This is an optimization exercise on Yosys and OpenROAD, whose aim is small area and a short achievable clock period, not a production implementation. Function was checked by simulation only, so behaviour that the tests miss may differ from the original.

==> flow/design.v, too long to show whole: its modules and the start of the top module <==
// module v24_mul: 64 lines
// module mul16_tree: 680 lines
// module v24_add: 110 lines
// module wbm: 127 lines
module wbm (
    input  wire        clk,
    input  wire        rst,
    input  wire        cfg_we,
    input  wire [4:0]  cfg_addr,
    input  wire [31:0] cfg_wdata,
    input  wire        in_valid,
    input  wire [23:0] in_r,
    input  wire [23:0] in_g,
    input  wire [23:0] in_b,
    output wire        out_valid,
    output wire [23:0] out_r,
    output wire [23:0] out_g,
    output wire [23:0] out_b
);
  // ...
==> flow/flow/run.sh <==
#!/bin/bash
# Layout flow: the standard synthesis, then an inverter-polarity clean-up of
# the gate netlist around the full adders (flow/polarity.py; registers are not
# touched; if the cleaned netlist does not elaborate against the cell library,
# the standard netlist is kept), then the standard ORFS flow from the
# synthesised netlist on, with timing repair aimed at a tighter setup margin
# than the 18 ns clock needs, plain port buffers and no dummy clock loads.
# Each step's full output goes to a log file in this folder.
set -euo pipefail
MARGIN=${MARGIN:-13.2}
R=orfs/results/sky130hd/wbm/base
LIB=$FLOW_HOME/platforms/sky130hd/lib/sky130_fd_sc_hd__tt_025C_1v80.lib
bash standard.sh synth > flow_synth.log 2>&1
cp $R/1_2_yosys.v $R/1_2_yosys_std.v
if python3 flow/polarity.py $R/1_2_yosys_std.v $R/1_2_yosys_pol.v > flow_polarity.log 2>&1 &&
   yosys -p "read_liberty -lib $LIB; read_verilog $R/1_2_yosys_pol.v; hierarchy -check -top $FLOW_TOP" \
       > flow_polarity_check.log 2>&1; then
    sleep 1
    cp $R/1_2_yosys_pol.v $R/1_2_yosys.v
    touch $R/1_2_yosys.v
else
    echo "polarity clean-up not used" >> flow_polarity.log
fi
bash standard.sh SETUP_SLACK_MARGIN=$MARGIN MAX_REPAIR_ANTENNAS_ITER_GRT=15 \
    MAX_REPAIR_ANTENNAS_ITER_DRT=15 \
    "BUFFER_PORTS_ARGS=-buffer_cell sky130_fd_sc_hd__buf_2" \
    "CTS_ARGS=-sink_clustering_enable -repair_clock_nets -dont_use_dummy_load -sink_clustering_size 30 -sink_clustering_max_diameter 100 -wire_unit 5 -buf_list sky130_fd_sc_hd__clkbuf_16" \
    finish > flow_finish.log 2>&1
==> flow/standard.sh <==
#!/bin/bash
# synth_recipe.tcl (not shown) runs the flow's synth.tcl, then flattens the netlist and writes it again
# the make line also repeats each setting of config.mk as NAME=value (left out here)
make -C /OpenROAD-flow-scripts/flow DESIGN_CONFIG=/design/flow/config.mk WORK_HOME=/design/flow/orfs CLKGATE_MAP_FILE= SYNTH_SCRIPT=/design/flow/synth_recipe.tcl "${@:-finish}"
==> flow/config.mk <==
export PLATFORM = sky130hd
export DESIGN_NAME = wbm
export DESIGN_NICKNAME = wbm
export VERILOG_FILES = /design/flow/design.v
export SDC_FILE = /design/flow/constraint.sdc
export NUM_CORES = 8
export LEC_CHECK = 0
export CAP_MARGIN = 20
export CORE_MARGIN = 2
export CORE_UTILIZATION = 60
export PLACE_DENSITY = 0.7
export SLEW_MARGIN = 20
==> flow/constraint.sdc <==
create_clock -name core_clock -period 18.0 [get_ports {clk}]
set_input_delay 3.6000 -clock core_clock [delete_from_list [all_inputs] [get_ports {clk}]]
set_output_delay 3.6000 -clock core_clock [all_outputs]
set_load 0.01 [all_outputs]
Not shown: flow/flow/polarity.py
==> reports/metrics.yaml, run 1 <==
status:
  outcome: "finished clean"
logic_synthesis:
  netlist_instances: 22800
  avgSynthCellArea_um2: 9.59
  synth_area_um2: 219000
sta:
  rsz0062_at_grt: "true"
  worst_pin_slew_ps: 1230
  min_period_ps: 4820
cells_and_area:
  final_cell_mix: "fa_1 (2429), and2_1 (2265), dfxtp_1 (2145)"
  largest_reg_flops: 216
  seq_area_um2: 56500
  multi_input_area_um2: 156000
  design_area_um2: 231000
placement:
  dpl_cell_area_um2: 224000
  port_buffers: 178
routing:
  drt-initial-drc-count: 13600
  routed.top_layer: "met5"
  vias_per_cell: 6.07
  wl_mm: 611
  wl_met1_mm: 244
setup_path:
  worstSetupPathType: "reg2out"
  worstPathCellList: "buf_6"
  worstSetupStartpoint: "g_row[1].u_a2.y[12]"
  crit_path_max_fanout: 1
worst_hold_path:
  hp-start: "g_row[2].u_a2.q_e[4]"
clocking:
  tritoncts: "done"
  cts_hold_buf: 0
  cts_setup_buffers: 46
  cts_sinks: 2621
  clock-root-buffer: "clkbuf_16"
global_routing:
  use_met2: 0.540
  grt_pass1_wl_mm: 946
floorplanning:
  ios: 186
==> run 2, diff against run 1 <==
--- a/flow/flow/run.sh
+++ b/flow/flow/run.sh
@@ -8,5 +8,5 @@
 # Each step's full output goes to a log file in this folder.
 set -euo pipefail
-MARGIN=${MARGIN:-13.2}
+MARGIN=${MARGIN:-13.4}
 R=orfs/results/sky130hd/wbm/base
 LIB=$FLOW_HOME/platforms/sky130hd/lib/sky130_fd_sc_hd__tt_025C_1v80.lib
==> run 2 against run 1 <==
  * Non-clock buffer count is 233 higher
  * Synthesized cell count stayed put
  * Die area is the same
  * Sequential cell count unchanged
  * Maximum frequency rose by 0.70%
  * Via count grew 0.51%
  * Global-route usage is 0.20 points higher
  * Sequential share of layout area decreased by 0.35 points
  * Clock skew is 11 ps higher
  * Critical endpoint is now out_b[5]
  * Largest cell class unchanged
==> reports/metrics.yaml, run 2 <==
setup_path:
  arrival_ps: 1190
  ff2ff_setup_slack_ps: 13370
  endpoint_kind: "output port"
  cp_slowest_cell: "dfxtp_2"
  cp_slowest_stage_delay_ps: 330
  critPathBufInv: 1
  cp.required_ps: 14400
  crit_family: "flip-flops"
  r2r_cells: 22
  crit-reg2reg-launch: "cm[5][15]"
  start_kind: "flop"
  reg2reg_to: "g_row[1].u_m2.y[22]"
  worstPathCellList: "buf_6"
  crit_path_max_fanout: 1  # unchanged
  worstSetupPathType: "reg2out"
sta:
  worst_pin_slew_ps: 1170  # -54.9 ps
  fmax_mhz: 209
  rsz0062_at_grt: "true"
  final_max_slew_viol_count: 0
  finalSetupViolations: 0
  min_period_ps: 4790  # -33.6 ps
  tns_ps: 0
  finalCritPeriodShare: 0.266
  fin_ws_ps: 13210
  fin_worst_skew_ps: 124
  finalHoldViolations: 0
  slew_headroom: 0.220
cells_and_area:
  nets: 26800
  layout-drive-gt1-share: 0.152
  final_common_cell: "fa_1"
  final_cell_mix: "fa_1 (2426), and2_1 (2263), dfxtp_1 (2117)"
  stdcell_count: 27700
  top_register: "cm"
  multi_input_area_um2: 157000  # +0.88%
  seq_area_um2: 56500  # about the same
  largest_reg_flops: 216  # unchanged
  fill_cells: 29900
  synthToLayoutAreaGrowth_pct: 7.01
global_routing:
  grt_max_degree: 92
  grt_pass1_vias: 167000
  antenna_found_initial: 41
  grtUsageTotal: 0.326
  grt_pass1_wl_mm: 950  # +0.46%
  overflow: 0
floorplanning:
  ios: 186  # unchanged
  rows: 221
  fp.dieArea_um2: 370000
  start_util: 0.604
  die_h_um: 608
  fp.dieW_um: 608
  core_um2: 363000
clocking:
  tritoncts: "done"
  cts_made_buffers: 134
  clock-root-buffer: "clkbuf_16"
  cts_max_level: 4
  max-clock-path-buffers: 3
  cts_hold_buf: 0  # unchanged
  cts_sinks: 2621  # unchanged
  clk-insertion-delay-late_ps: 780
  clk_pin_slew_ps: 100
logic_synthesis:
  synth_area_um2: 219000  # unchanged
  avgSynthCellArea_um2: 9.59  # unchanged
  netlist_instances: 22800  # unchanged
  yosysWarnings: 17
  syn-num-nets: 26900
worst_hold_path:
  min_path_cells: 0
  hp-start: "w[2][6]"
  worstHoldEndpoint: "w2d[0][6]"
  hp-class: "reg2reg"
routing:
  wl_mm: 618  # +1.1%
  drc: 0
  vias: 168000
  ant_nets: 0
  vias_per_cell: 6.06  # -0.23%
  drt-initial-drc-count: 13300  # -1.7%
  drt-pass1-iter-count: 8
  wire_per_inst_um: 22.3
status:
  outcome: "finished clean"
run:
  cap_violations: 0
placement:
  dpl.cell_count: 27000
  dp_hpwl_mm: 449
  dp_slack_ps: 11470
  port_buffers: 178  # unchanged
  gp_congestion: 0.943
run 2: cell count changes in the layout (fill, tap and decap cells not counted), sizes merged, moves of 2 or more:
cell | before | now
buf | 509 | 737
diode | 150 | 112
clkbuf | 138 | 143
o31a | 30 | 33
o32a | 5 | 7
run 2: worst max path at each step:
stage                                startpoint               endpoint  slack (ps)  cells after the start
after global routing         g_row[1].u_a2.y[3]               out_g[3]       13170                      1
after detailed placement  g_row[1].u_a2.q_df[0]  g_row[1].u_a2.r_s[18]       11470                     16
final                        g_row[2].u_a2.y[5]               out_b[5]       13210                      1
after floorplan           g_row[1].u_a1.q_df[0]  g_row[1].u_a1.r_s[18]       13410                     20
after global placement    g_row[1].u_a2.q_df[0]  g_row[1].u_a2.r_s[18]       11540                     16
after CTS                    g_row[2].u_a2.y[2]               out_b[2]       13160                      1
run 2: timing repair:
item                                    CTS  global route
hold endpoints to repair                  0             0
cloned                                   14            12
gates resized for setup                 309           554
buffers inserted                        114           253
endpoints found under the setup margin  624           718
pin swaps                                59           144
run 2: cell type report:
class | count | share of cell area
inverters | 1294 | 0.0209
clock buffers | 134 | 0.0143
well taps | 4794 | 0.0256
repair buffers | 746 | 0.0255
diodes | 112 | 0.00120
multi-input cells | 18000 | 0.671
flip-flops and latches | 2621 | 0.241
run 2: metal layers:
metal | GRT usage | part of all wire | up-vias
met5 | 0 | 0.00014 | -
met4 | 0.162 | 0.051 | 12
met3 | 0.0581 | 0.075 | 1438
met2 | 0.543 | 0.48 | 6400
met1 | 0.408 | 0.40 | 82200
li1 | - | - | 77600
run 2: stage by stage:
stage               hold slack (ps)  instance area [um2]  utilization
floorplan                       310               219000            -
global placement                310               224000        0.618
detailed placement              312               224000        0.618
CTS                             227               230000        0.633
global route                    243               234000        0.646
finish                          241               234000        0.646
==> module v24_mul, before the edit <==
module v24_mul (
    input  wire        clk,
    input  wire [23:0] a,
    input  wire [23:0] b,
    output reg  [23:0] y
);
    function automatic [3:0] tz15(input [14:0] v);
        integer i;
        begin
            tz15 = 4'd15;
            for (i = 14; i >= 0; i = i - 1)
                if (v[i]) tz15 = i[3:0];
        end
    endfunction
    wire [31:0] r0, r1;
    mul16_tree u_t (.x({1'b1, a[14:0]}), .y({1'b1, b[14:0]}), .r0(r0), .r1(r1));
    wire [4:0]  tzs  = {1'b0, tz15(a[14:0])} + {1'b0, tz15(b[14:0])};
    wire [14:0] lo = {1'b0, r0[13:0]} + {1'b0, r1[13:0]};
    reg  [31:14] q_r0, q_r1;
    reg         q_c;
    reg  [7:0]  q_eb;      
    reg         q_sh, q_sl, q_s;
    always @(posedge clk) begin
        q_r0 <= r0[31:14];
        q_r1 <= r1[31:14];
        q_c  <= lo[14];
        q_eb <= b[22:15];
        q_sh <= (tzs < 5'd15);    
        q_sl <= (tzs < 5'd14);    
        q_s  <= a[23] ^ b[23];
    end
    wire [31:14] p    = q_r0 + q_r1 + {17'd0, q_c};
    wire        n     = p[31];
    wire [15:0] mant  = n ? p[31:16] : p[30:15];
    wire        guard = n ? p[15] : p[14];
    wire        st    = n ? q_sh : q_sl;
    reg  [14:0] r_m;       
    reg         r_rb, r_s, r_n;
    reg  [7:0]  r_eb;
    always @(posedge clk) begin
        r_m  <= mant[14:0];
        r_rb <= guard & (st | mant[0]);
        r_n  <= n;
        r_eb <= q_eb;
        r_s  <= q_s;
    end
    wire [15:0] mr = {1'b0, r_m} + {15'd0, r_rb};
    wire        z  = (a[22:15] == 8'd0) || (r_eb == 8'd0);
    wire [9:0]  e0 = z ? 10'h200 : ({2'b00, a[22:15]} + {2'b00, r_eb} - 10'd127 + {9'd0, r_n});
    wire [9:0]  e1  = e0 + 10'd1;
    wire        uf0 = e0[9] || e0 == 10'd0;
    wire        of0 = !e0[9] && (e0[8] || e0[7:0] == 8'd255);
    wire        uf1 = e1[9] || e1 == 10'd0;
    wire        of1 = !e1[9] && (e1[8] || e1[7:0] == 8'd255);
    wire        ovf = mr[15];
    always @(posedge clk) begin
        if (ovf ? uf1 : uf0)
            y <= {r_s, 23'd0};
        else if (ovf ? of1 : of0)
            y <= {r_s, 8'd254, 15'h7fff};
        else
            y <= {r_s, ovf ? e1[7:0] : e0[7:0], mr[14:0]};
    end
endmodule
==> module v24_add, before the edit <==
module v24_add (
    input  wire        clk,
    input  wire [23:0] a,
    input  wire [23:0] b,
    output reg  [23:0] y
);
    function automatic lost4(input [14:0] m, input [2:0] c);
        begin
            case (c)
                3'd0:    lost4 = 1'b0;
                3'd1:    lost4 = m[0];
                3'd2:    lost4 = |m[4:0];
                3'd3:    lost4 = |m[8:0];
                3'd4:    lost4 = |m[12:0];
                default: lost4 = 1'b1;
            endcase
        end
    endfunction
    wire        a_zero = (a[22:15] == 8'd0);
    wire        b_zero = (b[22:15] == 8'd0);
    wire [8:0]  dab  = {1'b0, a[22:15]} - {1'b0, b[22:15]};
    wire [8:0]  dba  = {1'b0, b[22:15]} - {1'b0, a[22:15]};
    wire        swap = dab[8] || (dab[7:0] == 8'd0 && b[14:0] > a[14:0]);
    wire [7:0]  d    = swap ? dba[7:0] : dab[7:0];
    wire [23:0] big  = swap ? b : a;
    wire [23:0] sml  = swap ? a : b;
    wire        sml_zero = swap ? a_zero : b_zero;
    wire [18:0] ys   = {1'b1, sml[14:0], 3'b000};
    wire [18:0] ysc  = (sml_zero || d >= 8'd20) ? 19'd0 : (ys >> {d[4:2], 2'b00});
    wire [2:0]  ca   = (dba[7:0] >= 8'd20) ? 3'd5 : dba[4:2];
    wire [2:0]  cb   = (dab[7:0] >= 8'd20) ? 3'd5 : dab[4:2];
    wire        st_a = !a_zero && lost4(a[14:0], ca);
    wire        st_b = !b_zero && lost4(b[14:0], cb);
    wire        st   = swap ? st_a : st_b;
    reg  [14:0] q_xm;
    reg  [18:0] q_ys;
    reg  [1:0]  q_df;
    reg         q_st;      
    reg  [7:0]  q_e;
    reg         q_s, q_sub;
    always @(posedge clk) begin
        q_xm  <= big[14:0];
        q_ys  <= ysc;
        q_df  <= (d >= 8'd20) ? 2'd0 : d[1:0];
        q_st  <= st;
        q_e   <= big[22:15];
        q_s   <= (a_zero & b_zero) ? (a[23] & b[23]) : big[23];
        q_sub <= big[23] ^ sml[23];
    end
    wire [18:0] ysh = q_ys >> q_df;
    wire        stf = (q_df == 2'd1) ? q_ys[0] :
                      (q_df == 2'd2) ? |q_ys[1:0] :
                      (q_df == 2'd3) ? |q_ys[2:0] : 1'b0;
    wire [18:0] ya  = {ysh[18:1], ysh[0] | q_st | stf};
    wire [19:0] xb  = {2'b01, q_xm, 3'b000};
    wire [19:0] s   = q_sub ? (xb - {1'b0, ya}) : (xb + {1'b0, ya});
    reg  [2:0]  nz4;
    always @* begin
        if (s[19:16] != 4'd0)      nz4 = 3'd0;
        else if (s[15:12] != 4'd0) nz4 = 3'd1;
        else if (s[11:8] != 4'd0)  nz4 = 3'd2;
        else if (s[7:4] != 4'd0)   nz4 = 3'd3;
        else                       nz4 = 3'd4;
    end
    wire [19:0] sc = s << {nz4, 2'b00};
    reg  [19:0] r_s;
    reg  [2:0]  r_c;       
    reg  [7:0]  r_e;       
    reg         r_sg;
    always @(posedge clk) begin
        r_s  <= sc;
        r_c  <= nz4;
        r_e  <= q_e;
        r_sg <= q_s;
    end
    reg  [1:0]  f;
    always @* begin
        if (r_s[19])      f = 2'd0;
        else if (r_s[18]) f = 2'd1;
        else if (r_s[17]) f = 2'd2;
        else              f = 2'd3;
    end
    wire [19:0] norm  = r_s << f;
    wire [14:0] m     = norm[18:4];
    wire        guard = norm[3];
    wire        stk   = |norm[2:0];
    wire [15:0] mr = {1'b0, m} + {15'd0, guard & (stk | m[0])};
    wire [9:0]  e0 = {2'b00, r_e} + 10'd1 - {5'd0, r_c, f};
    wire [9:0]  e1 = {2'b00, r_e} + 10'd2 - {5'd0, r_c, f};
    wire        uf0 = e0[9] || e0 == 10'd0;
    wire        of0 = !e0[9] && (e0[8] || e0[7:0] == 8'd255);
    wire        uf1 = e1[9] || e1 == 10'd0;
    wire        of1 = !e1[9] && (e1[8] || e1[7:0] == 8'd255);
    wire        ovf = mr[15];
    wire        uf  = ovf ? uf1 : uf0;
    wire        of  = ovf ? of1 : of0;
    wire [7:0]  eo  = ovf ? e1[7:0] : e0[7:0];
    always @(posedge clk) begin
        if (r_e == 8'd0)           
            y <= {r_sg, 23'd0};
        else if (!norm[19])
            y <= 24'd0;
        else if (uf)
            y <= {r_sg, 23'd0};
        else if (of)
            y <= {r_sg, 8'd254, 15'h7fff};
        else
            y <= {r_sg, eo, mr[14:0]};
    end
endmodule
==> run 3, diff against run 2 <==
--- a/flow/design.v
+++ b/flow/design.v
@@ -46,19 +46,18 @@
     end
     wire [15:0] mr = {1'b0, r_m} + {15'd0, r_rb};
-    wire        z  = (a[22:15] == 8'd0) || (r_eb == 8'd0);
-    wire [9:0]  e0 = z ? 10'h200 : ({2'b00, a[22:15]} + {2'b00, r_eb} - 10'd127 + {9'd0, r_n});
-    wire [9:0]  e1  = e0 + 10'd1;
-    wire        uf0 = e0[9] || e0 == 10'd0;
-    wire        of0 = !e0[9] && (e0[8] || e0[7:0] == 8'd255);
-    wire        uf1 = e1[9] || e1 == 10'd0;
-    wire        of1 = !e1[9] && (e1[8] || e1[7:0] == 8'd255);
-    wire        ovf = mr[15];
+    wire        z    = (a[22:15] == 8'd0) || (r_eb == 8'd0);
+    wire [9:0]  base = z ? 10'h200 : ({2'b00, a[22:15]} + {2'b00, r_eb} - 10'd127);
+    wire        ovf  = mr[15];
+    wire        k    = r_n | ovf;
+    wire        uf   = base[9] || (base == 10'd0 && !k);
+    wire        of   = !base[9] && (base[8] || base[7:0] == 8'd255 || (base[7:0] == 8'd254 && k));
+    wire [7:0]  eo   = base[7:0] + {7'd0, k};
     always @(posedge clk) begin
-        if (ovf ? uf1 : uf0)
+        if (uf)
             y <= {r_s, 23'd0};
-        else if (ovf ? of1 : of0)
+        else if (of)
             y <= {r_s, 8'd254, 15'h7fff};
         else
-            y <= {r_s, ovf ? e1[7:0] : e0[7:0], mr[14:0]};
+            y <= {r_s, eo, mr[14:0]};
     end
 endmodule
@@ -830,14 +829,9 @@
     wire        stk   = |norm[2:0];
     wire [15:0] mr = {1'b0, m} + {15'd0, guard & (stk | m[0])};
-    wire [9:0]  e0 = {2'b00, r_e} + 10'd1 - {5'd0, r_c, f};
-    wire [9:0]  e1 = {2'b00, r_e} + 10'd2 - {5'd0, r_c, f};
-    wire        uf0 = e0[9] || e0 == 10'd0;
-    wire        of0 = !e0[9] && (e0[8] || e0[7:0] == 8'd255);
-    wire        uf1 = e1[9] || e1 == 10'd0;
-    wire        of1 = !e1[9] && (e1[8] || e1[7:0] == 8'd255);
-    wire        ovf = mr[15];
-    wire        uf  = ovf ? uf1 : uf0;
-    wire        of  = ovf ? of1 : of0;
-    wire [7:0]  eo  = ovf ? e1[7:0] : e0[7:0];
+    wire [9:0]  base = {2'b00, r_e} + 10'd1 - {5'd0, r_c, f};
+    wire        ovf  = mr[15];
+    wire        uf   = base[9] || (base == 10'd0 && !ovf);
+    wire        of   = !base[9] && (base[8] || base[7:0] == 8'd255 || (base[7:0] == 8'd254 && ovf));
+    wire [7:0]  eo   = base[7:0] + {7'd0, ovf};
     always @(posedge clk) begin
         if (r_e == 8'd0)           
--- a/flow/flow/run.sh
+++ b/flow/flow/run.sh
@@ -8,5 +8,5 @@
 # Each step's full output goes to a log file in this folder.
 set -euo pipefail
-MARGIN=${MARGIN:-13.4}
+MARGIN=${MARGIN:-13.2}
 R=orfs/results/sky130hd/wbm/base
 LIB=$FLOW_HOME/platforms/sky130hd/lib/sky130_fd_sc_hd__tt_025C_1v80.lib
==> run 3 against run 2 <==
  * Core utilization decreased by 1.0 points
  * Sequential cell count stayed put
  * Worst setup slack got worse by 49 ps
  * Critical path depth unchanged
  * Die area decreased by 2.5%
  * Synthesized cell count decreased by 3.0%
  * Design area shrank 3.6%
  * Synthesized area shrank 2.5%
  * Cell count down 3.0%
  * Clock-buffer cell count is the same
==> reports/metrics.yaml, run 3 <==
status:
  outcome: "finished clean"
floorplanning:
  ios: 186  # unchanged
  start_util: 0.601  # -0.00227
  fp.dieW_um: 601  # -1.2%
  die_h_um: 601  # -1.2%
  rows: 219  # -0.90%
  core_um2: 355000  # -2.1%
  fp.dieArea_um2: 361000  # -2.5%
sta:
  final_max_slew_viol_count: 0  # unchanged
  fmax_mhz: 207  # -1.0%
  min_period_ps: 4840  # +49.1 ps
  rsz0062_at_grt: "true"
  tns_ps: 0  # unchanged
  hold-worst-slack_ps: 273  # +32.2 ps
  finalCritPeriodShare: 0.269  # +0.00273
  finalHoldViolations: 0  # unchanged
  finalSetupViolations: 0  # unchanged
  fin_worst_skew_ps: 136  # +12.0 ps
  slew_headroom: 0.212  # -0.00759
  worst_pin_slew_ps: 1150  # -18.4 ps
clocking:
  clk-insertion-delay-late_ps: 780  # about the same
  cts_sinks: 2621  # unchanged
  cts_made_buffers: 134  # unchanged
  max-clock-path-buffers: 3  # unchanged
  tritoncts: "done"
  clk_pin_slew_ps: 110  # about the same
  clock-root-buffer: "clkbuf_16"
  cts_max_level: 4  # unchanged
global_routing:
  antenna_found_initial: 37  # -9.8%
  grt_max_degree: 92  # unchanged
  overflow: 0  # unchanged
  grt_pass1_vias: 161000  # -3.6%
  grt_pass1_wl_mm: 916  # -3.6%
  grtUsageTotal: 0.321  # -0.00473
routing:
  vias_per_cell: 6.00  # -1.0%
  vias: 161000  # -4.0%
  ant_nets: 0  # unchanged
  wire_per_inst_um: 21.9  # -2.1%
  drc: 0  # unchanged
  wl_mm: 588  # -5.0%
  drt-initial-drc-count: 13300  # -0.36%
  drt-pass1-iter-count: 6  # -2
setup_path:
  start_kind: "flop"
  crit_family: "flip-flops"
  endpoint_kind: "output port"
  arrival_ps: 1240  # +50 ps
  crit_path_max_fanout: 1  # unchanged
  critPathBufInv: 1  # unchanged
  worstPathCellList: "buf_6"
  cp_slowest_cell: "dfxtp_2"
  cp_slowest_stage_delay_ps: 370  # +40 ps
  worstSetupPathType: "reg2out"
  cp.required_ps: 14400  # about the same
cells_and_area:
  nets: 26000  # -3.1%
  largest_reg_flops: 216  # unchanged
  synthToLayoutAreaGrowth_pct: 5.74
  seq_area_um2: 56500  # -0.13%
  top_register: "cm"
  fill_cells: 29800  # -0.35%
  final_common_cell: "fa_1"
  layout-drive-gt1-share: 0.132  # -0.0200
  stdcell_count: 26900  # -3.0%
  multi_input_area_um2: 150000  # -4.4%
  final_cell_mix: "fa_1 (2421), and2_1 (2224), dfxtp_1 (2162)"
logic_synthesis:
  yosysWarnings: 17  # unchanged
  netlist_instances: 22200  # -3.0%
  avgSynthCellArea_um2: 9.64  # +0.48%
  synth_area_um2: 214000  # -2.5%
  syn-num-nets: 26100  # -2.8%
worst_hold_path:
  hp-class: "reg2reg"
run:
  cap_violations: 0  # unchanged
placement:
  dpl.cell_count: 26400  # -2.4%
  gp_congestion: 0.976  # +3.5%
  port_buffers: 178  # unchanged
  dp_hpwl_mm: 430  # -4.3%
## run 3: changes by cell type in the layout (fill, tap and decap cells not counted), moves of 48 or more
cell and delta:
mux2_2 -75, nand2_1 -56, buf_4 -98, nor2b_1 -57, ha_1 -52, a21oi_1 +92
a21oi_2 -48
## run 3: worst paths after layout
| path | from | end | slack (ps) | cells after the start |
|---|---|---|---|---|
| setup / recovery | g_row[0].u_a2.y[23] | out_r[23] | 13160 | 1 |
| hold / removal | px[2][15] | g_wb[2].u_mul.q_eb[0] | 270 | 0 |
| setup reg to reg | w2d[2][9] | g_row[1].u_m2.q_c | 13280 | 13 |
| hold reg to reg | px[2][15] | g_wb[2].u_mul.q_eb[0] | 270 | 0 |
## run 3: layer usage
layer | share of wire | wire length [um] | global-route usage
met5 | 0.00018 | 103 | 0
met4 | 0.050 | 29600 | 0.155
met3 | 0.071 | 41900 | 0.0460
met2 | 0.47 | 275000 | 0.526
met1 | 0.41 | 241000 | 0.420
## run 3: final cells by class
cell class | instances | area share
diodes | 96 | 0.00106
clock buffers | 134 | 0.0149
inverters | 1267 | 0.0212
multi-input cells | 17400 | 0.666
flip-flops and latches | 2621 | 0.250
well taps | 4751 | 0.0263
repair buffers | 619 | 0.0207
## run 3: through the flow
| step | utilization | worst slack [ps] | area (um2) |
|---|---|---|---|
| 2_1_floorplan | - | 13210 | 214000 |
| 3_3_place_gp | 0.616 | 11960 | 219000 |
| 3_5_place_dp | 0.616 | 11900 | 219000 |
| 4_1_cts | 0.629 | 13120 | 223000 |
| 5_1_grt | 0.635 | 13110 | 226000 |
| 6_report | 0.636 | 13160 | 226000 |
## run 3: repair_timing
item | 4_1_cts | 5_1_grt
pin swaps | 16 | 36
cloned | 6 | 4
setup endpoints to repair | 281 | 288
setup buffers | 60 | 174
hold buffers | 0 | 0
resized for setup | 143 | 245
==> run 4, diff against run 3 <==
--- a/flow/flow/run.sh
+++ b/flow/flow/run.sh
@@ -8,5 +8,5 @@
 # Each step's full output goes to a log file in this folder.
 set -euo pipefail
-MARGIN=${MARGIN:-13.2}
+MARGIN=${MARGIN:-13.05}
 R=orfs/results/sky130hd/wbm/base
 LIB=$FLOW_HOME/platforms/sky130hd/lib/sky130_fd_sc_hd__tt_025C_1v80.lib
==> run 4 against run 3 <==
  * Still clean on timing, DRC and antenna
  * Non-clock buffer count fell by 146
  * Critical path type unchanged
  * Critical endpoint is now out_g[23]
  * Largest cell class unchanged
==> reports/metrics.yaml, run 4 <==
status:
  outcome: "finished clean"
cells_and_area:
  design_area_um2: 224000  # -0.80%
  top_register: "cm"
  final_common_cell: "fa_1"
  largest_reg_flops: 216  # unchanged
  layout-drive-gt1-share: 0.123  # -0.00953
  final_cell_mix: "fa_1 (2424), and2_1 (2224), dfxtp_1 (2190)"
  nets: 25900  # -0.54%
  fill_cells: 30100  # +0.96%
  synthToLayoutAreaGrowth_pct: 4.89
  final_core_util: 0.631  # -0.00507
worst_hold_path:
  hp-start: "g_row[0].u_a2.q_e[3]"
  hp-class: "reg2reg"
  min_path_cells: 0  # unchanged
  worstHoldEndpoint: "g_row[0].u_a2.r_e[3]"
sta:
  finalHoldViolations: 0  # unchanged
  final_max_slew_viol_count: 0  # unchanged
  tns_ps: 0  # unchanged
  finalSetupViolations: 0  # unchanged
  finalCritPeriodShare: 0.269  # +0.000322
  fin_worst_skew_ps: 131  # -5.03 ps
  min_period_ps: 4850  # +5.80 ps
  slew_headroom: 0.114  # -0.0976
  worst_pin_slew_ps: 1320  # +172 ps
  rsz0062_at_grt: "true"
  fmax_mhz: 206  # -0.12%
setup_path:
  endpoint_kind: "output port"
  crit_family: "flip-flops"
  cp_slowest_cell: "dfxtp_1"
  crit_path_max_fanout: 1  # unchanged
  critPathBufInv: 1  # unchanged
  cp.required_ps: 14400  # about the same
  cp_slowest_stage_delay_ps: 340  # -30 ps
  reg2reg_to: "g_row[1].u_m2.q_c"
  start_kind: "flop"
  worstSetupPathType: "reg2out"
  crit-reg2reg-launch: "w2d[2][8]"
  arrival_ps: 1250  # about the same
  worstPathCellList: "buf_2"
  r2r_cells: 12  # -1
  ff2ff_setup_slack_ps: 13160  # -120 ps
clocking:
  cts_sinks: 2621  # unchanged
  cts_max_level: 4  # unchanged
  cts_made_buffers: 137  # +2.2%
  clk_pin_slew_ps: 100  # about the same
  max-clock-path-buffers: 3  # unchanged
  cts_hold_buf: 0  # unchanged
  clock-root-buffer: "clkbuf_16"
  clk-insertion-delay-late_ps: 770  # about the same
  tritoncts: "done"
global_routing:
  grt_max_degree: 66  # -28%
  antenna_found_initial: 48  # +30%
  overflow: 0  # unchanged
  grt_pass1_vias: 160000  # -0.13%
  grtUsageTotal: 0.324  # +0.00286
  grt_pass1_wl_mm: 921  # +0.57%
routing:
  wire_per_inst_um: 22.3  # +1.7%
  wl_mm: 595  # +1.2%
  vias: 161000  # +0.23%
  ant_nets: 0  # unchanged
  drc: 0  # unchanged
  vias_per_cell: 6.04  # +0.75%
  drt-initial-drc-count: 13400  # +0.87%
  drt-pass1-iter-count: 6  # unchanged
floorplanning:
  rows: 219  # unchanged
  die_h_um: 601  # unchanged
  fp.dieArea_um2: 361000  # unchanged
  core_um2: 355000  # unchanged
  ios: 186  # unchanged
  fp.dieW_um: 601  # unchanged
  start_util: 0.601  # unchanged
placement:
  dp_hpwl_mm: 437  # +1.8%
  port_buffers: 178  # unchanged
  dpl_cell_area_um2: 219000  # about the same
  gp_congestion: 0.969  # -0.71%
logic_synthesis:
  yosysWarnings: 17  # unchanged
  syn-num-nets: 26100  # unchanged
  synth_area_um2: 214000  # unchanged
  avgSynthCellArea_um2: 9.64  # unchanged
  netlist_instances: 22200  # unchanged
run:
  cap_violations: 0  # unchanged
==> run 4: area by class of cell <==
| cell class | count | area [um2] | area share |
|---|---|---|---|
| tap | 4751 | 5940 | 0.0265 |
| inverter | 1267 | 4770 | 0.0213 |
| timing repair buffer | 473 | 3230 | 0.0144 |
| sequential | 2621 | 56400 | 0.252 |
| clock buffer | 137 | 3430 | 0.0153 |
| antenna | 99 | 248 | 0.00111 |
| multi-input combinational | 17400 | 150000 | 0.669 |
==> run 4: worst max path at each step <==
stage | start | end | slack, ps | cells past startpoint
6_report | g_row[1].u_a2.y[23] | out_g[23] | 13150 | 1
5_1_grt | g_row[2].u_a1.q_df[1] | g_row[2].u_a1.r_s[16] | 13020 | 19
4_1_cts | w2d[2][5] | g_row[1].u_m2.q_c | 13050 | 13
3_5_place_dp | g_row[2].u_a0.q_df[0] | g_row[2].u_a0.r_s[15] | 11690 | 17
3_3_place_gp | g_row[2].u_a0.q_df[0] | g_row[2].u_a0.r_s[15] | 11750 | 17
2_1_floorplan | g_row[1].u_a0.q_df[1] | g_row[1].u_a0.r_s[19] | 13050 | 19
==> run 4: repair_timing <==
action                                  CTS  global route
resized for setup                        71           117
buffers inserted                         23            78
pin swaps                                 8            18
endpoints found under the setup margin  217           299
cloned                                    4             5
==> run 4: worst register-to-register path: cells and delay by family (launching register included) <==
kind	cells	cell delay (ps)
AOI/OAI and AO/OA	3	310
DFF	1	700
adders and majority gates	6	2700
and+or+nand+nor	2	530
buffers and inverters	1	440
==> run 4: routing by layer <==
layer	vias up	track usage	part of all wire
met4	14	0.164	0.054
met1	78900	0.414	0.40
met5	-	0	0.00016
met2	6408	0.532	0.47
li1	74700	-	-
met3	1316	0.0543	0.078
==> run 4: per-stage QoR <==
| step | setup WS [ps] | hold WS, ps | instances |
|---|---|---|---|
| 6_report | 13150 | 215 | 26700 |
| 5_1_grt | 13020 | 209 | 26700 |
| 2_1_floorplan | 13050 | 310 | 22200 |
| 4_1_cts | 13050 | 211 | 26500 |
| 3_3_place_gp | 11750 | 310 | 26400 |
| 3_5_place_dp | 11690 | 312 | 26400 |
==> run 5, diff against run 4 <==
--- a/flow/flow/run.sh
+++ b/flow/flow/run.sh
@@ -8,5 +8,5 @@
 # Each step's full output goes to a log file in this folder.
 set -euo pipefail
-MARGIN=${MARGIN:-13.05}
+MARGIN=${MARGIN:-13.2}
 R=orfs/results/sky130hd/wbm/base
 LIB=$FLOW_HOME/platforms/sky130hd/lib/sky130_fd_sc_hd__tt_025C_1v80.lib
==> flow/config.mk (replaced) <==
export PLATFORM = sky130hd
export DESIGN_NAME = wbm
export DESIGN_NICKNAME = wbm
export VERILOG_FILES = /design/flow/design.v
export SDC_FILE = /design/flow/constraint.sdc
export NUM_CORES = 8
export LEC_CHECK = 0
export CAP_MARGIN = 10
export CORE_MARGIN = 2
export CORE_UTILIZATION = 70
export PLACE_DENSITY = 0.8
export SLEW_MARGIN = 10
==> run 5 against run 4 <==
  * Still clean
  * Sequential cell count unchanged
  * Design area increased by 0.19%
  * Sequential share of layout area about the same
  * Hold slack improved by 16 ps
  * Critical endpoint is now out_b[1]
==> reports/metrics.yaml, run 5 <==
routing:
  wire_per_inst_um: 22.6  # +1.5%
  ant_nets: 0  # unchanged
  drc: 0  # unchanged
  drt-initial-drc-count: 15300  # +14%
  vias_per_cell: 6.33  # +4.8%
  wl_mm: 588  # -1.0%
  drt-pass1-iter-count: 9  # +3
  vias: 165000  # +2.1%
sta:
  finalCritPeriodShare: 0.269  # -0.000306
  min_period_ps: 4840  # -5.50 ps
  worst_pin_slew_ps: 1340  # +12.7 ps
  tns_ps: 0  # unchanged
  final_max_slew_viol_count: 0  # unchanged
  finalSetupViolations: 0  # unchanged
  fin_worst_skew_ps: 128  # -3.31 ps
  slew_headroom: 0.103  # -0.0119
  finalHoldViolations: 0  # unchanged
  hold-worst-slack_ps: 231  # +16.4 ps
  rsz0062_at_grt: "true"
  fmax_mhz: 207  # +0.11%
floorplanning:
  fp.dieW_um: 556  # -7.4%
  die_h_um: 556  # -7.4%
  fp.dieArea_um2: 310000  # -14%
  core_um2: 303000  # -15%
  ios: 186  # unchanged
  rows: 202  # -7.8%
  start_util: 0.704  # +0.103
clocking:
  clk_pin_slew_ps: 100  # about the same
  cts_hold_buf: 0  # unchanged
  clock-root-buffer: "clkbuf_16"
  tritoncts: "done"
  cts_made_buffers: 136  # -0.73%
  cts_sinks: 2621  # unchanged
  cts_max_level: 4  # unchanged
  max-clock-path-buffers: 3  # unchanged
  clk-insertion-delay-late_ps: 790  # +20 ps
placement:
  dp_hpwl_mm: 427  # -2.4%
  gp_congestion: 0.998  # +2.9%
  dpl_cell_area_um2: 218000  # -0.47%
  port_buffers: 178  # unchanged
setup_path:
  reg2reg_to: "g_row[1].u_a0.r_s[15]"
  ff2ff_setup_slack_ps: 13300  # +140 ps
  worstSetupPathType: "reg2out"
  endpoint_kind: "output port"
  cp_slowest_cell: "dfxtp_2"
  crit_path_max_fanout: 1  # unchanged
  critPathBufInv: 1  # unchanged
  cp-endpoint: "out_b[1]"
  r2r_cells: 18  # +6
  cp_slowest_stage_delay_ps: 340  # about the same
  arrival_ps: 1240  # about the same
  crit-reg2reg-launch: "g_row[1].u_a0.q_df[1]"
  start_kind: "flop"
  crit_cells: 1  # unchanged
  crit_family: "flip-flops"
  cp.required_ps: 14400  # about the same
  worstPathCellList: "buf_6"
  worstSetupStartpoint: "g_row[2].u_a2.y[1]"
cells_and_area:
  largest_reg_flops: 216  # unchanged
  top_register: "cm"
  synthToLayoutAreaGrowth_pct: 5.09
  design_area_um2: 224000  # +0.19%
  layout-drive-gt1-share: 0.128  # +0.00560
  final_cell_mix: "fa_1 (2423), and2_1 (2224), dfxtp_1 (2157)"
  final_common_cell: "fa_1"
  nets: 25900  # +0.32%
logic_synthesis:
  netlist_instances: 22200  # unchanged
  avgSynthCellArea_um2: 9.64  # unchanged
  yosysWarnings: 17  # unchanged
  syn-num-nets: 26100  # unchanged
  synth_area_um2: 214000  # unchanged
global_routing:
  grt_pass1_wl_mm: 911  # -1.1%
  antenna_found_initial: 47  # -2.1%
  overflow: 0  # unchanged
  grt_max_degree: 70  # +6.1%
  grt_pass1_vias: 164000  # +2.4%
  grtUsageTotal: 0.375  # +0.0509
worst_hold_path:
  hp-class: "reg2reg"
status:
  outcome: "finished clean"
run:
  cap_violations: 0  # unchanged
## run 5: cell types whose count changed in the layout (fill, tap and decap cells not counted), sizes merged
cell / change
a21boi: +1
diode: +15
and4: +1
clkbuf: +6
o311a: +1
buf: +73
## run 5: metal layers
layer / share of wire / GRT usage / wire length, um / up-vias
li1: - / - / - / 74900
met1: 0.38 / 0.464 / 222000 / 79500
met2: 0.46 / 0.613 / 273000 / 8309
met3: 0.095 / 0.0758 / 56000 / 2036
met4: 0.064 / 0.215 / 37400 / 14
met5: 0.00014 / 0 / 85 / -
## run 5: worst min path at each step
| stage | start | end | slack (ps) | cells after the start |
|---|---|---|---|---|
| 2_1_floorplan | g_row[0].u_a0.q_e[0] | g_row[0].u_a0.r_e[0] | 310 | 0 |
| 3_3_place_gp | g_row[2].u_m0.q_s | g_row[2].u_m0.r_s | 310 | 0 |
| 3_5_place_dp | g_row[0].u_a1.q_e[0] | g_row[0].u_a1.r_e[0] | 310 | 0 |
| 4_1_cts | g_row[1].u_a0.q_e[5] | g_row[1].u_a0.r_e[5] | 240 | 0 |
| 5_1_grt | g_row[1].u_a0.q_e[4] | g_row[1].u_a0.r_e[4] | 240 | 0 |
| 6_report | g_row[1].u_a0.q_e[5] | g_row[1].u_a0.r_e[5] | 230 | 0 |
## run 5: area by class of cell
class	count	area (um2)
multi-input cells	17400	150000
inverters	1267	4780
flip-flops and latches	2621	56500
repair buffers	553	4340
diodes	114	285
fillers	22000	78900
clock buffers	136	3400
well taps	3978	4980
## run 5: metrics by stage
stage | util | setup slack (ps) | cells
finish | 0.740 | 13160 | 26000
global route | 0.740 | 13110 | 26000
CTS | 0.733 | 13130 | 25800
detailed placement | 0.718 | 11710 | 25600
global placement | 0.718 | 11820 | 25600
floorplan | - | 13210 | 22200
## run 5: timing repair
action | 4_1_cts | 5_1_grt
gates resized for setup | 127 | 243
gates cloned | 7 | 10
pin swaps | 16 | 30
setup endpoints to repair | 286 | 358
buffers inserted | 69 | 114
==> run 6, diff against run 5 <==
--- a/flow/flow/run.sh
+++ b/flow/flow/run.sh
@@ -8,5 +8,5 @@
 # Each step's full output goes to a log file in this folder.
 set -euo pipefail
-MARGIN=${MARGIN:-13.2}
+MARGIN=${MARGIN:-13.1}
 R=orfs/results/sky130hd/wbm/base
 LIB=$FLOW_HOME/platforms/sky130hd/lib/sky130_fd_sc_hd__tt_025C_1v80.lib
==> run 6 against run 5 <==
  * Core utilization decreased by 0.42 points
  * Via count down 0.23%
  * Non-clock buffer count decreased by 82
  * Critical endpoint is now g_row[1].u_m1.q_c
  * Synthesized area did not move
  * Maximum frequency decreased by 0.24%
  * Routed wire length is 0.50% lower
  * Cell count down 0.26%
  * Clock skew grew 4.7 ps
  * Highest routed layer unchanged
==> reports/metrics.yaml, run 6 <==
status:
  outcome: "finished clean"
logic_synthesis:
  synth_area_um2: 214000  # unchanged
  syn-num-nets: 26100  # unchanged
  avgSynthCellArea_um2: 9.64  # unchanged
  yosysWarnings: 17  # unchanged
  netlist_instances: 22200  # unchanged
worst_hold_path:
  worstHoldEndpoint: "g_row[1].u_m0.y[23]"
  min_path_cells: 0  # unchanged
  hp-class: "reg2reg"
  hp-start: "g_row[1].u_m0.r_s"
setup_path:
  crit-reg2reg-launch: "w[1][7]"
  worstSetupPathType: "reg2reg"
  cp.required_ps: 18610  # +4210 ps
  crit_path_max_fanout: 51  # +50
  reg2reg_to: "g_row[1].u_m1.q_c"
  endpoint_kind: "flop"
  start_kind: "flop"
  r2r_cells: 13  # -5
  arrival_ps: 5470  # +4230 ps
  ff2ff_setup_slack_ps: 13150  # -150 ps
clocking:
  cts_sinks: 2621  # unchanged
  tritoncts: "done"
  cts_hold_buf: 0  # unchanged
  max-clock-path-buffers: 3  # unchanged
  clock-root-buffer: "clkbuf_16"
  clk_pin_slew_ps: 100  # about the same
  cts_max_level: 4  # unchanged
  clk-insertion-delay-late_ps: 790  # about the same
  cts_made_buffers: 134  # -1.5%
sta:
  fmax_mhz: 206  # -0.24%
  tns_ps: 0  # unchanged
  finalSetupViolations: 0  # unchanged
  min_period_ps: 4850  # +11.8 ps
  slew_headroom: 0.135  # +0.0322
  final_max_slew_viol_count: 0  # unchanged
  finalCritPeriodShare: 0.270  # +0.000656
  worst_pin_slew_ps: 1300  # -38.8 ps
  fin_worst_skew_ps: 132  # +4.72 ps
  rsz0062_at_grt: "false"
  finalHoldViolations: 0  # unchanged
floorplanning:
  core_um2: 303000  # unchanged
  fp.dieArea_um2: 310000  # unchanged
  die_h_um: 556  # unchanged
  rows: 202  # unchanged
  ios: 186  # unchanged
  start_util: 0.704  # unchanged
  fp.dieW_um: 556  # unchanged
routing:
  vias: 164000  # -0.23%
  drt-initial-drc-count: 14700  # -3.8%
  drc: 0  # unchanged
  drt-pass1-iter-count: 8  # -1
  wire_per_inst_um: 22.5  # -0.24%
  wl_mm: 586  # -0.50%
  ant_nets: 0  # unchanged
  vias_per_cell: 6.33  # about the same
cells_and_area:
  layout-drive-gt1-share: 0.122  # -0.00570
  final_cell_mix: "fa_1 (2424), and2_1 (2224), dfxtp_1 (2191)"
  top_register: "cm"
  final_common_cell: "fa_1"
  nets: 25800  # -0.34%
  fill_cells: 22300  # +1.4%
  largest_reg_flops: 216  # unchanged
  synthToLayoutAreaGrowth_pct: 4.50
global_routing:
  overflow: 0  # unchanged
  grt_max_degree: 91  # +30%
  grtUsageTotal: 0.375  # about the same
  grt_pass1_vias: 164000  # +0.024%
  antenna_found_initial: 50  # +6.4%
  grt_pass1_wl_mm: 912  # +0.14%
run:
  cap_violations: 0  # unchanged
placement:
  port_buffers: 178  # unchanged
  gp_congestion: 0.995  # -0.24%
  dp_hpwl_mm: 429  # +0.51%
run 6: worst max-delay path by stage:
stage	slack, ps	start	to
final	13150	w[1][7]	g_row[1].u_m1.q_c
after CTS	13100	g_row[0].u_a1.q_df[1]	g_row[0].u_a1.r_s[12]
after floorplan	13110	g_row[2].u_a1.q_df[1]	g_row[2].u_a1.r_s[16]
after global routing	13040	g_row[0].u_a0.q_df[1]	g_row[0].u_a0.r_s[16]
after detailed placement	12010	g_row[1].u_a1.q_df[1]	g_row[1].u_a1.r_s[18]
after global placement	12030	g_row[1].u_a1.q_df[1]	g_row[1].u_a1.r_s[18]
run 6: worst max-delay path, stage by stage (launching register included):
cell and delay, ps:
dfxtp_2 320, buf_4 630, and2_1 250, fa_1 450
fa_1 470, fa_1 510, inv_2 40, fa_1 500
fa_1 540, inv_2 40, ha_1 200, nor4_1 310
a21oi_1 130, or2_2 280
run 6: area by class of cell:
cell class	instances	area (um2)	area share
repair buffers	471	3310	0.0148
flip-flops and latches	2621	56400	0.253
well taps	3978	4980	0.0223
diodes	134	335	0.00150
inverters	1267	4770	0.0214
multi-input cells	17400	150000	0.672
clock buffers	134	3350	0.0150
run 6: stage by stage:
step | std cells | hold WS (ps) | area [um2] | setup slack, ps | util
3_3_place_gp | 25600 | 310 | 218000 | 12030 | 0.718
5_1_grt | 25900 | 240 | 223000 | 13040 | 0.735
4_1_cts | 25800 | 221 | 222000 | 13100 | 0.731
6_report | 26000 | 226 | 223000 | 13150 | 0.736
3_5_place_dp | 25600 | 312 | 218000 | 12010 | 0.718
2_1_floorplan | 22200 | 310 | 214000 | 13110 | -
run 6: per-layer routing:
layer	up-vias	GRT usage	wire [um]
met3	1887	0.0762	53800
li1	74800	-	-
met4	26	0.208	34300
met1	79600	0.465	223000
met5	-	0	194
met2	8208	0.614	274000
run 6: timing repair:
| item | 4_1_cts | 5_1_grt |
|---|---|---|
| gates resized for setup | 72 | 151 |
| setup endpoints to repair | 206 | 274 |
| gates cloned | 4 | 3 |
| buffers inserted | 29 | 80 |
| pin swaps | 13 | 24 |
==> run 7, diff against run 6 <==
--- a/flow/flow/run.sh
+++ b/flow/flow/run.sh
@@ -8,5 +8,5 @@
 # Each step's full output goes to a log file in this folder.
 set -euo pipefail
-MARGIN=${MARGIN:-13.1}
+MARGIN=${MARGIN:-13.2}
 R=orfs/results/sky130hd/wbm/base
 LIB=$FLOW_HOME/platforms/sky130hd/lib/sky130_fd_sc_hd__tt_025C_1v80.lib
--- a/flow/config.mk
+++ b/flow/config.mk
@@ -9,4 +9,5 @@
 export CORE_MARGIN = 2
 export CORE_UTILIZATION = 70
+export GPL_TIMING_DRIVEN = 0
 export PLACE_DENSITY = 0.8
 export SLEW_MARGIN = 10
==> run 7 against run 6 <==
  * Non-clock buffer count grew 866
  * Critical path depth down 5
  * Routed wire length grew 12%
  * Global-route usage is 4.3 points higher
  * Maximum frequency fell by 1.3%
  * Core utilization up 1.6 points
  * Design area rose by 2.2%
  * Cell count increased by 3.1%
  * Hold slack better by 31 ps
  * Critical path type unchanged
==> reports/metrics.yaml, run 7 <==
status:
  outcome: "finished clean"
placement:
  dp_hpwl_mm: 515  # +20%
  port_buffers: 178  # unchanged
  dpl_cell_area_um2: 221000  # +1.4%
  gp_congestion: 1.04  # +4.4%
  dpl.cell_count: 26400  # +3.0%
floorplanning:
  start_util: 0.704  # unchanged
  ios: 186  # unchanged
  core_um2: 303000  # unchanged
  rows: 202  # unchanged
  fp.dieArea_um2: 310000  # unchanged
  die_h_um: 556  # unchanged
  fp.dieW_um: 556  # unchanged
routing:
  drt-pass1-iter-count: 9  # +1
  drt-initial-drc-count: 17800  # +21%
  vias_per_cell: 6.42  # +1.4%
  wire_per_inst_um: 24.5  # +8.8%
  wl_mm: 657  # +12%
  vias: 172000  # +4.5%
  drc: 0  # unchanged
  ant_nets: 0  # unchanged
sta:
  fmax_mhz: 203  # -1.3%
  fin_worst_skew_ps: 121  # -11.0 ps
  finalCritPeriodShare: 0.273  # +0.00351
  tns_ps: 0  # unchanged
  rsz0062_at_grt: "true"
  finalHoldViolations: 0  # unchanged
  final_max_slew_viol_count: 0  # unchanged
  finalSetupViolations: 0  # unchanged
  min_period_ps: 4920  # +63.2 ps
  slew_headroom: 0.0817  # -0.0531
  worst_pin_slew_ps: 1380  # +79.6 ps
setup_path:
  worstSetupPathType: "reg2reg"
  crit_path_max_fanout: 11  # -78%
  arrival_ps: 5530  # +60 ps
  start_kind: "flop"
  cp.required_ps: 18610  # about the same
  endpoint_kind: "flop"
cells_and_area:
  layout-drive-gt1-share: 0.137  # +0.0150
  final_cell_mix: "fa_1 (2418), and2_1 (2222), dfxtp_1 (2153)"
  synthToLayoutAreaGrowth_pct: 6.84
  top_register: "cm"
  seq_area_um2: 56500  # +0.15%
  largest_reg_flops: 216  # unchanged
  multi_input_area_um2: 151000  # +0.43%
  stdcell_count: 26800  # +3.1%
  final_common_cell: "fa_1"
  final_core_util: 0.752  # +0.0165
  design_area_um2: 228000  # +2.2%
  fill_cells: 21700  # -2.7%
  nets: 26700  # +3.3%
clocking:
  cts_hold_buf: 0  # unchanged
  cts_max_level: 3  # -1
  clock-root-buffer: "clkbuf_16"
  cts_made_buffers: 120  # -10%
  clk-insertion-delay-late_ps: 790  # about the same
  clk_pin_slew_ps: 110  # about the same
  tritoncts: "done"
  cts_sinks: 2621  # unchanged
  max-clock-path-buffers: 3  # unchanged
global_routing:
  overflow: 0  # unchanged
  grt_max_degree: 31  # -66%
  grt_pass1_wl_mm: 996  # +9.2%
  grt_pass1_vias: 172000  # +4.7%
  antenna_found_initial: 86  # +72%
  grtUsageTotal: 0.418  # +0.0430
worst_hold_path:
  hp-class: "reg2reg"
logic_synthesis:
  netlist_instances: 22200  # unchanged
  avgSynthCellArea_um2: 9.64  # unchanged
  syn-num-nets: 26100  # unchanged
  synth_area_um2: 214000  # unchanged
  yosysWarnings: 17  # unchanged
run:
  cap_violations: 0  # unchanged
run 7: cell type report:
| class | count | share of cell area |
|---|---|---|
| antenna | 84 | 0.000921 |
| buffer | 911 | 0.0195 |
| clock buffer | 120 | 0.0132 |
| inverter | 1267 | 0.0209 |
| multi-input combinational | 17400 | 0.660 |
| sequential | 2621 | 0.248 |
| tap | 3978 | 0.0218 |
| timing repair buffer | 426 | 0.0158 |
run 7: worst max-delay path: stages, from the launching register on:
cell	delay, ps
dfxtp_1	600
clkbuf_1	790
clkbuf_1	720
and2_1	270
fa_1	460
fa_1	520
fa_1	440
fa_1	550
fa_1	410
run 7: path summary, 6_finish.rpt:
check	startpoint	end	slack, ps	cells after the start
worst max-delay path	w2d[2][14]	g_row[0].u_m2.q_r0[14]	13080	8
worst min-delay path	g_row[1].u_a2.q_s	g_row[1].u_a2.r_sg	260	0
worst max register to register	w2d[2][14]	g_row[0].u_m2.q_r0[14]	13080	8
worst min register to register	g_row[1].u_a2.q_s	g_row[1].u_a2.r_sg	260	0
run 7: what timing repair did:
item | in CTS | in global routing
buffers inserted | 45 | 156
pin swaps | 29 | 70
setup endpoints to repair | 443 | 640
resized for setup | 499 | 737
run 7: stage by stage:
step	hold WS (ps)	setup slack, ps
finish	257	13080
global route	253	13000
detailed placement	312	11870
CTS	255	13120
global placement	310	11040
floorplan	310	13210
run 7: per-layer routing:
layer | up-vias | global-route usage | wire length, um
met4 | 52 | 0.271 | 51800
met2 | 10100 | 0.650 | 289000
met5 | - | 0 | 356
met3 | 2658 | 0.106 | 73600
met1 | 82600 | 0.519 | 243000
li1 | 76400 | - | -
==> run 8, diff against run 7 <==
--- a/flow/flow/run.sh
+++ b/flow/flow/run.sh
@@ -8,5 +8,5 @@
 # Each step's full output goes to a log file in this folder.
 set -euo pipefail
-MARGIN=${MARGIN:-13.2}
+MARGIN=${MARGIN:-13.27}
 R=orfs/results/sky130hd/wbm/base
 LIB=$FLOW_HOME/platforms/sky130hd/lib/sky130_fd_sc_hd__tt_025C_1v80.lib
--- a/flow/config.mk
+++ b/flow/config.mk
@@ -9,5 +9,4 @@
 export CORE_MARGIN = 2
 export CORE_UTILIZATION = 70
-export GPL_TIMING_DRIVEN = 0
 export PLACE_DENSITY = 0.8
 export SLEW_MARGIN = 10
==> run 8 against run 7 <==
  * Core utilization decreased by 0.78 points
  * Sequential cell count unchanged
  * Clock skew increased by 6.9 ps
  * First-iteration DRC count decreased by 17%
  * Critical endpoint is now out_b[21]
==> reports/metrics.yaml, run 8 <==
status:
  outcome: "finished clean"
cells_and_area:
  nets: 26000  # -2.4%
  final_cell_mix: "fa_1 (2422), and2_1 (2224), dfxtp_1 (2145)"
  final_common_cell: "fa_1"
  top_register: "cm"
  layout-drive-gt1-share: 0.136  # -0.00190
  synthToLayoutAreaGrowth_pct: 5.72
  largest_reg_flops: 216  # unchanged
worst_hold_path:
  hp-start: "w2d[1][0]"
  hp-class: "reg2reg"
routing:
  wl_mm: 592  # -9.9%
  drc: 0  # unchanged
  vias_per_cell: 6.34  # -1.3%
  drt-initial-drc-count: 14900  # -17%
  drt-pass1-iter-count: 6  # -3
  vias: 166000  # -3.6%
  ant_nets: 0  # unchanged
  wire_per_inst_um: 22.6  # -7.8%
sta:
  fmax_mhz: 207  # +2.0%
  final_max_slew_viol_count: 0  # unchanged
  rsz0062_at_grt: "true"
  min_period_ps: 4820  # -95.5 ps
  fin_worst_skew_ps: 128  # +6.95 ps
  tns_ps: 0  # unchanged
  fin_ws_ps: 13180  # +95.5 ps
  slew_headroom: 0.142  # +0.0607
  finalCritPeriodShare: 0.268  # -0.00531
  finalHoldViolations: 0  # unchanged
  worst_pin_slew_ps: 1280  # -92.8 ps
  finalSetupViolations: 0  # unchanged
logic_synthesis:
  avgSynthCellArea_um2: 9.64  # unchanged
  yosysWarnings: 17  # unchanged
  netlist_instances: 22200  # unchanged
  syn-num-nets: 26100  # unchanged
  synth_area_um2: 214000  # unchanged
clocking:
  clock-root-buffer: "clkbuf_16"
  tritoncts: "done"
  max-clock-path-buffers: 3  # unchanged
  cts_made_buffers: 139  # +16%
  cts_max_level: 4  # +1
  clk-insertion-delay-late_ps: 790  # about the same
  cts_hold_buf: 0  # unchanged
  cts_sinks: 2621  # unchanged
  clk_pin_slew_ps: 110  # about the same
floorplanning:
  rows: 202  # unchanged
  fp.dieArea_um2: 310000  # unchanged
  ios: 186  # unchanged
  fp.dieW_um: 556  # unchanged
  start_util: 0.704  # unchanged
  die_h_um: 556  # unchanged
  core_um2: 303000  # unchanged
setup_path:
  start_kind: "flop"
  arrival_ps: 1220  # -4310 ps
  endpoint_kind: "output port"
  crit_path_max_fanout: 1  # -10
  cp_slowest_stage_delay_ps: 330  # -460 ps
  crit_family: "flip-flops"
  critPathBufInv: 1  # -1
  cp.required_ps: 14400  # -4210 ps
  worstPathCellList: "buf_6"
  worstSetupStartpoint: "g_row[2].u_a2.y[21]"
  worstSetupPathType: "reg2out"
  cp_slowest_cell: "dfxtp_2"
  crit-reg2reg-launch: "w[1][13]"
run:
  cap_violations: 0  # unchanged
global_routing:
  antenna_found_initial: 48  # -44%
  grt_pass1_vias: 166000  # -3.7%
  overflow: 0  # unchanged
  grt_max_degree: 71  # +130%
  grt_pass1_wl_mm: 914  # -8.3%
  grtUsageTotal: 0.376  # -0.0424
placement:
  gp_congestion: 1.01  # -2.8%
  dp_slack_ps: 11840  # -25.0 ps
  dp_hpwl_mm: 428  # -17%
  port_buffers: 178  # unchanged
==> run 8: cell types whose count changed in the layout (fill, tap and decap cells not counted), moves of 9 or more <==
cell / delta
clkbuf_1: -494
clkbuf_2: -211
buf_1: -42
buf_4: +210
clkbuf_4: -76
a211oi_2: -9
buf_16: -13
diode_2: +29
a211oi_1: +9
buf_2: -37
clkbuf_16: +26
dfxtp_2: +14
buf_12: -18
==> run 8: area by class of cell <==
type,count,area (um2)
Antenna cell,113,283
Clock buffer,139,3480
Fill cell,21900,77500
Inverter,1267,4790
Multi-Input combinational cell,17400,151000
Sequential cell,2621,56500
Tap cell,3978,4980
Timing Repair Buffer,660,5240
==> run 8: what timing repair did <==
item / 4_1_cts / 5_1_grt
pin swaps: 26 / 54
cloned: 8 / 11
setup buffers: 87 / 211
resized for setup: 155 / 344
endpoints found under the setup margin: 344 / 439
hold endpoints to repair: 0 / 0
==> run 8: worst paths after layout <==
path	endpoint	slack (ps)	cells past startpoint
worst min-delay path	w2d[2][0]	260	0
worst min register to register	w2d[2][0]	260	0
worst max-delay path	out_b[21]	13180	1
worst max register to register	g_row[1].u_m1.q_c	13330	12
==> run 8: metal layers <==
metal,global-route usage,up-vias,part of all wire
li1,-,75100,-
met1,0.460,80100,0.37
met2,0.613,8391,0.47
met3,0.0804,2116,0.095
met4,0.221,14,0.065
met5,0,-,0.00014
==> run 8: per-stage QoR <==
stage | util | cell area [um2] | cells | hold WS [ps]
after floorplan | - | 214000 | 22200 | 310
after global placement | 0.718 | 218000 | 25600 | 310
after detailed placement | 0.718 | 218000 | 25600 | 312
after CTS | 0.733 | 222000 | 25800 | 258
after global routing | 0.744 | 226000 | 26100 | 269
final | 0.744 | 226000 | 26100 | 256

==> port drivers added, routing unchanged <==
How much do the figures lean on ideal ports? The routed layouts below were timed once more, with nothing changed but the port constraints.
Step 1, drivers: a clkbuf_16 drives clk and a buf_2 each remaining input, both assumed.
Step 2 adds t to the input delays and takes it off the output delays; t is the mean of the earliest and latest rising clock arrival at the registers after step 1. Input paths then give back, and output paths get back, about the clock's delay inside the block.
a / b / c = no drivers / after step 1 / after step 2; a / b = the first two.
run | shift t [ns] | slack for setup (ns) | slew at the worst register clock pin (ns) | worst data-port slew with drivers (ns)
run 1 | 0.841 | 13.176 / 13.059 / 13.291 | 0.11 / 0.11 | 0.13
run 2 | 0.839 | 13.209 / 13.085 / 13.347 | 0.12 / 0.12 | 0.08
run 3 | 0.823 | 13.160 / 13.054 / 13.280 | 0.11 / 0.11 | 0.06
run 4 | 0.820 | 13.154 / 13.044 / 13.161 | 0.12 / 0.12 | 0.08
run 5 | 0.852 | 13.160 / 13.041 / 13.298 | 0.12 / 0.12 | 0.17
run 6 | 0.826 | 13.148 / 13.069 / 13.148 | 0.12 / 0.12 | 0.17
run 7 | 0.853 | 13.085 / 13.047 / 13.085 | 0.12 / 0.12 | 0.18
run 8 | 0.838 | 13.180 / 13.067 / 13.334 | 0.12 / 0.12 | 0.10
After both steps setup and hold are still met in every run listed.
